From an optimization exercise on the open Yosys and OpenROAD flow, aimed at small area, a short achievable clock period and few clock cycles; shortcuts taken in it are not production practice.
At most, simulation tests tie the RTL to the original design; equivalence was not proved.
No activity file was given, so power comes from the tool's default toggle rates.

==> module merge_buf, before the edit <==
module merge_buf (
    input  wire        clk,
    input  wire        rst,           
    input  wire        req_valid,
    output reg         req_ready,
    input  wire [1:0]  req_op,        
    input  wire [15:0] req_addr,      
    input  wire [63:0] req_wdata,
    input  wire [7:0]  req_wmask,     
    input  wire [7:0]  req_wpar,      
    output reg         rsp_valid,
    output reg  [63:0] rsp_data,
    output reg         rsp_poison,
    output reg         rsp_sbe,
    output reg         mem_en,
    output reg         mem_we,
    output reg  [15:0] mem_addr,
    output wire [71:0] mem_wdata,
    input  wire        mem_gnt,       
    input  wire [71:0] mem_rdata
);
    localparam [1:0] OP_WRITE   = 2'd0;
    localparam [1:0] OP_READ    = 2'd1;
    localparam [1:0] OP_BARRIER = 2'd2;
    localparam [511:0] HCOL = 512'hf8c73e3d3b372f1fe0d0c8c4c2c1b0a8a4a2a1989492918c8a898685837068646261585452514c4a49464543383432312c2a292625231c1a191615130e0d0b07;
    localparam [7:0] POISON_MASK = 8'h03;
    function [7:0] check_bits(input [63:0] d);
        integer i;
        begin
            check_bits = 8'h00;
            for (i = 0; i < 64; i = i + 1)
                if (d[i])
                    check_bits = check_bits ^ HCOL[8*i +: 8];
        end
    endfunction
    function [65:0] correct(input [63:0] cw, input [7:0] syn);
        reg [63:0] d;
        reg        sbe;
        integer i;
        begin
            d   = cw;
            sbe = 1'b0;
            for (i = 0; i < 64; i = i + 1)
                if (syn == HCOL[8*i +: 8]) begin
                    d[i] = ~d[i];
                    sbe  = 1'b1;
                end
            for (i = 0; i < 8; i = i + 1)
                if (syn == (8'h01 << i))
                    sbe = 1'b1;
            correct = {(syn != 8'h00) && !sbe, sbe, d};
        end
    endfunction
    function par_err(input [63:0] d, input [7:0] m, input [7:0] p);
        integer b;
        begin
            par_err = 1'b0;
            for (b = 0; b < 8; b = b + 1)
                if (m[b] && ((^d[8*b +: 8]) == p[b]))
                    par_err = 1'b1;
        end
    endfunction
    reg [15:0] e_addr;
    reg [63:0] e_data;
    reg [7:0]  e_mask;      
    reg        e_dirty;     
    reg        e_pois;      
    reg        ld_ent;      
    reg        ld_rsp;      
    reg        rd_wait;     
    wire e_full = &e_mask;
    wire hit    = (e_addr == req_addr);    
    assign mem_wdata = {check_bits(e_data) ^ (e_pois ? POISON_MASK : 8'h00), e_data};
    wire [65:0] rd_dec  = correct(mem_rdata[63:0], check_bits(mem_rdata[63:0]) ^ mem_rdata[71:64]);
    wire [63:0] rd_corr = rd_dec[63:0];
    wire        rd_sbe  = rd_dec[64];
    wire        rd_ded  = rd_dec[65];
    wire is_rd  = req_valid && (req_op == OP_READ);
    wire wperr  = par_err(req_wdata, req_wmask, req_wpar);
    wire busy   = e_dirty && !ld_ent;             
    wire rd_sel = req_op[0] && !rd_wait;
    always @(*) begin
        mem_en   = rd_sel ? req_valid : busy;
        mem_we   = !rd_sel && e_full;
        mem_addr = rd_sel ? req_addr : e_addr;
    end
    wire wb_gnt   = busy && e_full && mem_gnt;
    wire wb_now   = !rd_sel && wb_gnt;                       
    wire fill_now = !rd_sel && busy && !e_full && mem_gnt;   
    wire clean = !e_dirty || wb_gnt;
    always @(*) begin
        if (req_op[0])
            req_ready = mem_gnt && !rd_wait && !(hit && e_dirty);
        else
            req_ready = clean || (hit && !req_op[1]);
    end
    wire is_wr      = req_valid && (req_op == OP_WRITE);
    wire acc_wr_hit = is_wr && hit;
    wire acc_wr_new = is_wr && !hit && clean;
    wire acc_rd     = is_rd && req_ready;
    integer b;
    always @(posedge clk) begin
        rsp_data   <= rd_corr;
        rsp_poison <= rd_ded;
        rsp_sbe    <= rd_sbe;
    end
    always @(posedge clk) begin
        if (rst) begin
            e_mask    <= 8'h00;
            e_pois    <= 1'b0;
            e_dirty   <= 1'b0;
            ld_ent    <= 1'b0;
            ld_rsp    <= 1'b0;
            rd_wait   <= 1'b0;
            rsp_valid <= 1'b0;
        end else begin
            ld_ent    <= fill_now;
            ld_rsp    <= acc_rd;
            rsp_valid <= ld_rsp;
            rd_wait   <= is_rd && hit && e_dirty && !wb_now;
            if (wb_now)
                e_dirty <= 1'b0;
            if (ld_ent) begin
                for (b = 0; b < 8; b = b + 1)
                    if (!e_mask[b])
                        e_data[8*b +: 8] <= rd_corr[8*b +: 8];
                e_mask <= 8'hff;
                if (rd_ded)
                    e_pois <= 1'b1;
            end
            if (acc_wr_hit) begin
                for (b = 0; b < 8; b = b + 1)
                    if (req_wmask[b])
                        e_data[8*b +: 8] <= req_wdata[8*b +: 8];
                if (!ld_ent)
                    e_mask <= e_mask | req_wmask;
                e_dirty <= 1'b1;
                if (&req_wmask)
                    e_pois <= wperr;
                else if (wperr)
                    e_pois <= 1'b1;
            end
            if (acc_wr_new) begin
                e_addr  <= req_addr;
                e_data  <= req_wdata;
                e_mask  <= req_wmask;
                e_dirty <= 1'b1;
                e_pois  <= wperr;
            end
        end
    end
endmodule
export LEC_CHECK = 0
export CAP_MARGIN = 20
export CORE_MARGIN = 2
export CORE_UTILIZATION = 25
export SLEW_MARGIN = 20
create_clock -name core_clock -period 13.0 [get_ports {clk}]
standard.sh (not shown) runs the stock make flow with config.mk's settings and CLKGATE_MAP_FILE= SYNTH_SCRIPT=/design/flow/synth_recipe.tcl, a recipe that flattens the netlist after the stock synthesis.
==> flow/flow/run.sh <==
#!/bin/bash
# Standard layout, with plain buf_1 cells as the port buffers and timing repair aimed
# 6.5 ns below the clock period. make's full output goes to flow_make.log; ORFS's
# per-step logs stay under orfs/logs/.
set -euo pipefail
bash standard.sh "BUFFER_PORTS_ARGS=-buffer_cell sky130_fd_sc_hd__buf_1" "SETUP_SLACK_MARGIN=6.5" finish > flow_make.log 2>&1
Testbench counts at the start, summed over its fixed seeds: cycles 133,595.
Then changed:
--- a/flow/design.v
+++ b/flow/design.v
@@ -67,20 +67,22 @@
     reg        e_pois;      
     reg        ld_ent;      
     reg        ld_rsp;      
     reg        rd_wait;     
     wire e_full = &e_mask;
     wire hit    = (e_addr == req_addr);    
-    assign mem_wdata = {check_bits(e_data) ^ (e_pois ? POISON_MASK : 8'h00), e_data};
-    wire [65:0] rd_dec  = correct(mem_rdata[63:0], check_bits(mem_rdata[63:0]) ^ mem_rdata[71:64]);
+    wire        ld_any  = ld_ent || ld_rsp;
+    wire [7:0]  chk     = check_bits(ld_any ? mem_rdata[63:0] : e_data);
+    assign mem_wdata = {chk ^ (e_pois ? POISON_MASK : 8'h00), e_data};
+    wire [65:0] rd_dec  = correct(mem_rdata[63:0], chk ^ mem_rdata[71:64]);
     wire [63:0] rd_corr = rd_dec[63:0];
     wire        rd_sbe  = rd_dec[64];
     wire        rd_ded  = rd_dec[65];
     wire is_rd  = req_valid && (req_op == OP_READ);
     wire wperr  = par_err(req_wdata, req_wmask, req_wpar);
-    wire busy   = e_dirty && !ld_ent;             
+    wire busy   = e_dirty && !ld_ent && !(e_full && ld_rsp);    
     wire rd_sel = req_op[0] && !rd_wait;
     always @(*) begin
         mem_en   = rd_sel ? req_valid : busy;
         mem_we   = !rd_sel && e_full;
         mem_addr = rd_sel ? req_addr : e_addr;
     end
The changed run finished with timing, DRC and antenna clean.
Sequential power is higher by 6.1%.
Routed wire length is higher by 10%.
Combinational power is higher by 75%.
Cell count hardly moves.
Total power is higher by 45%.
Count of clock-buffer cells in the layout is unchanged.
Non-clock buffer count is higher by 24.
Sequential share of layout area is lower by 1.7 points.
Function not checked in the second run of this note: the RTL went through the layout flow alone.

========
Another version of the RTL of merge_buf (not shown whole).
Size: roughly 1,100 cells after synthesis, ~160 flip-flops, about 11,000 sq um of cells after synthesis.
==> module merge_buf, before the edit <==
module merge_buf (
    input  wire        clk,
    input  wire        rst,           
    input  wire        req_valid,
    output reg         req_ready,
    input  wire [1:0]  req_op,        
    input  wire [15:0] req_addr,      
    input  wire [63:0] req_wdata,
    input  wire [7:0]  req_wmask,     
    input  wire [7:0]  req_wpar,      
    output reg         rsp_valid,
    output reg  [63:0] rsp_data,
    output reg         rsp_poison,
    output reg         rsp_sbe,
    output reg         mem_en,
    output reg         mem_we,
    output reg  [15:0] mem_addr,
    output wire [71:0] mem_wdata,
    input  wire        mem_gnt,       
    input  wire [71:0] mem_rdata
);
    localparam [1:0] OP_WRITE   = 2'd0;
    localparam [1:0] OP_READ    = 2'd1;
    localparam [1:0] OP_BARRIER = 2'd2;
    localparam [511:0] HCOL = 512'hf8c73e3d3b372f1fe0d0c8c4c2c1b0a8a4a2a1989492918c8a898685837068646261585452514c4a49464543383432312c2a292625231c1a191615130e0d0b07;
    localparam [7:0] POISON_MASK = 8'h03;
    function [7:0] check_bits(input [63:0] d);
        integer i;
        begin
            check_bits = 8'h00;
            for (i = 0; i < 64; i = i + 1)
                if (d[i])
                    check_bits = check_bits ^ HCOL[8*i +: 8];
        end
    endfunction
    function [65:0] decode(input [71:0] cw);
        reg [7:0]  syn;
        reg [63:0] d;
        reg        sbe;
        integer i;
        begin
            syn = check_bits(cw[63:0]) ^ cw[71:64];
            d   = cw[63:0];
            sbe = 1'b0;
            for (i = 0; i < 64; i = i + 1)
                if (syn == HCOL[8*i +: 8]) begin
                    d[i] = ~d[i];
                    sbe  = 1'b1;
                end
            for (i = 0; i < 8; i = i + 1)
                if (syn == (8'h01 << i))
                    sbe = 1'b1;
            decode = {(syn != 8'h00) && !sbe, sbe, d};
        end
    endfunction
    function par_err(input [63:0] d, input [7:0] m, input [7:0] p);
        integer b;
        begin
            par_err = 1'b0;
            for (b = 0; b < 8; b = b + 1)
                if (m[b] && ((^d[8*b +: 8]) == p[b]))
                    par_err = 1'b1;
        end
    endfunction
    reg        e_valid;
    reg [15:0] e_addr;
    reg [63:0] e_data;
    reg [7:0]  e_mask;      
    reg        e_dirty;     
    reg        e_pois;      
    reg        ld_ent;      
    reg        ld_rsp;      
    reg        rd_wait;     
    wire e_full = &e_mask;
    wire hit    = e_valid && (e_addr == req_addr);
    assign mem_wdata = {check_bits(e_data) ^ (e_pois ? POISON_MASK : 8'h00), e_data};
    wire [65:0] rd_dec  = decode(mem_rdata);
    wire [63:0] rd_corr = rd_dec[63:0];
    wire        rd_sbe  = rd_dec[64];
    wire        rd_ded  = rd_dec[65];
    wire is_rd  = req_valid && (req_op == OP_READ);
    wire wperr  = par_err(req_wdata, req_wmask, req_wpar);
    wire busy  = e_dirty && !ld_ent;           
    wire rd_go = is_rd && !rd_wait;
    always @(*) begin
        mem_en   = is_rd || busy;
        mem_we   = !rd_go && e_dirty && e_full;
        mem_addr = rd_go ? req_addr : e_addr;
    end
    wire wb_now   = !rd_go && busy && e_full && mem_gnt;     
    wire fill_now = !rd_go && busy && !e_full && mem_gnt;    
    wire wb_gnt = busy && e_full && mem_gnt;   
    wire clean  = !e_dirty || wb_gnt;
    always @(*) begin
        req_ready = 1'b0;
        if (req_valid)
            case (req_op)
                OP_WRITE: req_ready = hit || clean;
                OP_READ:  req_ready = mem_gnt && !(hit && e_dirty) && !rd_wait;
                default:  req_ready = clean;
            endcase
    end
    wire acc_wr_hit = req_valid && (req_op == OP_WRITE) && hit;
    wire acc_wr_new = req_valid && (req_op == OP_WRITE) && !hit && clean;
    wire acc_rd     = is_rd && req_ready;
    integer b;
    always @(posedge clk) begin
        rsp_data   <= rd_corr;
        rsp_poison <= rd_ded;
        rsp_sbe    <= rd_sbe;
    end
    always @(posedge clk) begin
        if (rst) begin
            e_valid   <= 1'b0;
            e_dirty   <= 1'b0;
            ld_ent    <= 1'b0;
            ld_rsp    <= 1'b0;
            rd_wait   <= 1'b0;
            rsp_valid <= 1'b0;
        end else begin
            ld_ent    <= fill_now;
            ld_rsp    <= acc_rd;
            rsp_valid <= ld_rsp;
            rd_wait   <= is_rd && hit && e_dirty && !wb_now;
            if (wb_now)
                e_dirty <= 1'b0;
            if (ld_ent) begin
                for (b = 0; b < 8; b = b + 1)
                    if (!e_mask[b])
                        e_data[8*b +: 8] <= rd_corr[8*b +: 8];
                e_mask <= 8'hff;
                if (rd_ded)
                    e_pois <= 1'b1;
            end
            if (acc_wr_hit) begin
                for (b = 0; b < 8; b = b + 1)
                    if (req_wmask[b])
                        e_data[8*b +: 8] <= req_wdata[8*b +: 8];
                if (!ld_ent)
                    e_mask <= e_mask | req_wmask;
                e_dirty <= 1'b1;
                if (&req_wmask)
                    e_pois <= wperr;
                else if (wperr)
                    e_pois <= 1'b1;
            end
            if (acc_wr_new) begin
                e_valid <= 1'b1;
                e_addr  <= req_addr;
                e_data  <= req_wdata;
                e_mask  <= req_wmask;
                e_dirty <= 1'b1;
                e_pois  <= wperr;
            end
        end
    end
endmodule
Settings: LEC_CHECK=0, CAP_MARGIN=20, CORE_MARGIN=2, CORE_UTILIZATION=25, SLEW_MARGIN=20; clock period 13.0 ns.
==> flow/flow/run.sh <==
#!/bin/bash
# Standard layout, with plain buf_1 cells as the port buffers and timing repair aimed
# 6.5 ns below the clock period.
set -euo pipefail
bash standard.sh "BUFFER_PORTS_ARGS=-buffer_cell sky130_fd_sc_hd__buf_1" "SETUP_SLACK_MARGIN=6.5" finish > flow_make.log 2>&1
The baseline finished with timing, DRC and antenna clean.
Edit:
--- a/flow/design.v
+++ b/flow/design.v
@@ -70,7 +70,7 @@
     reg        e_pois;      
     reg        ld_ent;      
     reg        ld_rsp;      
-    reg        rd_wait;     
+    reg        ld_mrg;      
     wire e_full = &e_mask;
     wire hit    = e_valid && (e_addr == req_addr);
     assign mem_wdata = {check_bits(e_data) ^ (e_pois ? POISON_MASK : 8'h00), e_data};
@@ -78,36 +78,31 @@
     wire [63:0] rd_corr = rd_dec[63:0];
     wire        rd_sbe  = rd_dec[64];
     wire        rd_ded  = rd_dec[65];
+    wire is_wr  = req_valid && (req_op == OP_WRITE);
     wire is_rd  = req_valid && (req_op == OP_READ);
+    wire is_bar = req_valid && (req_op == OP_BARRIER);
     wire wperr  = par_err(req_wdata, req_wmask, req_wpar);
-    wire busy  = e_dirty && !ld_ent;           
-    wire rd_go = is_rd && !rd_wait;
+    wire evict = e_dirty && !ld_ent && !is_rd;
     always @(*) begin
-        mem_en   = is_rd || busy;
-        mem_we   = !rd_go && e_dirty && e_full;
-        mem_addr = rd_go ? req_addr : e_addr;
+        mem_en   = is_rd || evict;
+        mem_we   = !is_rd && e_full;
+        mem_addr = is_rd ? req_addr : e_addr;
     end
-    wire wb_now   = !rd_go && busy && e_full && mem_gnt;     
-    wire fill_now = !rd_go && busy && !e_full && mem_gnt;    
-    wire wb_gnt = busy && e_full && mem_gnt;   
-    wire clean  = !e_dirty || wb_gnt;
-    always @(*) begin
-        req_ready = 1'b0;
-        if (req_valid)
-            case (req_op)
-                OP_WRITE: req_ready = hit || clean;
-                OP_READ:  req_ready = mem_gnt && !(hit && e_dirty) && !rd_wait;
-                default:  req_ready = clean;
-            endcase
-    end
-    wire acc_wr_hit = req_valid && (req_op == OP_WRITE) && hit;
-    wire acc_wr_new = req_valid && (req_op == OP_WRITE) && !hit && clean;
-    wire acc_rd     = is_rd && req_ready;
+    wire wb_now   = evict && e_full && mem_gnt;     
+    wire fill_now = evict && !e_full && mem_gnt;    
+    wire acc_rd     = is_rd && mem_gnt;
+    wire acc_wr_hit = is_wr && hit;
+    wire acc_wr_new = is_wr && !hit && (!e_dirty || wb_now);
+    wire acc_bar    = is_bar && (!e_dirty || wb_now);
+    always @(*) req_ready = acc_rd | acc_wr_hit | acc_wr_new | acc_bar;
     integer b;
     always @(posedge clk) begin
-        rsp_data   <= rd_corr;
-        rsp_poison <= rd_ded;
-        rsp_sbe    <= rd_sbe;
+        ld_mrg <= hit;
+        for (b = 0; b < 8; b = b + 1)
+            rsp_data[8*b +: 8] <= (ld_mrg && e_mask[b]) ? e_data[8*b +: 8]
+                                                         : rd_corr[8*b +: 8];
+        rsp_poison <= (ld_mrg && e_pois) || (rd_ded && !(ld_mrg && e_full));
+        rsp_sbe    <= rd_sbe && !ld_mrg;
     end
     always @(posedge clk) begin
         if (rst) begin
@@ -115,13 +110,11 @@
             e_dirty   <= 1'b0;
             ld_ent    <= 1'b0;
             ld_rsp    <= 1'b0;
-            rd_wait   <= 1'b0;
             rsp_valid <= 1'b0;
         end else begin
             ld_ent    <= fill_now;
             ld_rsp    <= acc_rd;
             rsp_valid <= ld_rsp;
-            rd_wait   <= is_rd && hit && e_dirty && !wb_now;
             if (wb_now)
                 e_dirty <= 1'b0;
             if (ld_ent) begin
=> Count of clock-buffer cells in the layout stays the same; setup slack is better by 0.22 ns; utilization is lower by 1.3 points; final cell count rises by 7.2%; worst hold slack is worse by 0.013 ns; wire length grows by 6.8%; design area climbs by 1.1%; die area climbs by 5.0%; power is higher by 0.69%; synthesized area rises by 5.1%; clock skew increases by 0.0034 ns.
Testbench counts after the change, summed over its fixed seeds: cycles 133,040.
Only the layout flow was run in the first run of this note; the RTL was not checked for function there.

-- separate check: timing with driven ports --
How much do the figures lean on ideal ports? The routed layouts below were timed once more, with nothing changed but the port constraints. Step 1, drivers: a clkbuf_16 drives clk and a buf_2 each remaining input, both assumed. Step 2 also shifts input and output timing later by t, the mid clock arrival at the registers, as if the neighbouring blocks saw the same clock. Three values: no drivers, after step 1, after step 2; two values: the first two.
| run | t (ns) | slack for setup (ns) | worst slew at a driven data input, ns |
|---|---|---|---|
| the first run of note 1 | 0.510 | 6.439 / 6.411 / 6.130 | 0.11 |
| the second run of note 1 | 0.530 | 5.859 / 5.824 / 5.824 | 0.10 |
| the first run of note 2 | 0.540 | 6.226 / 6.175 / 6.090 | 0.13 |
| the second run of note 2 | 0.543 | 6.446 / 6.407 / 6.054 | 0.11 |
After both steps every run listed still meets setup and hold. For the second run of note 2, which loses most, drivers alone change the setup slack by -0.039 ns; drivers and shift together by -0.392 ns.
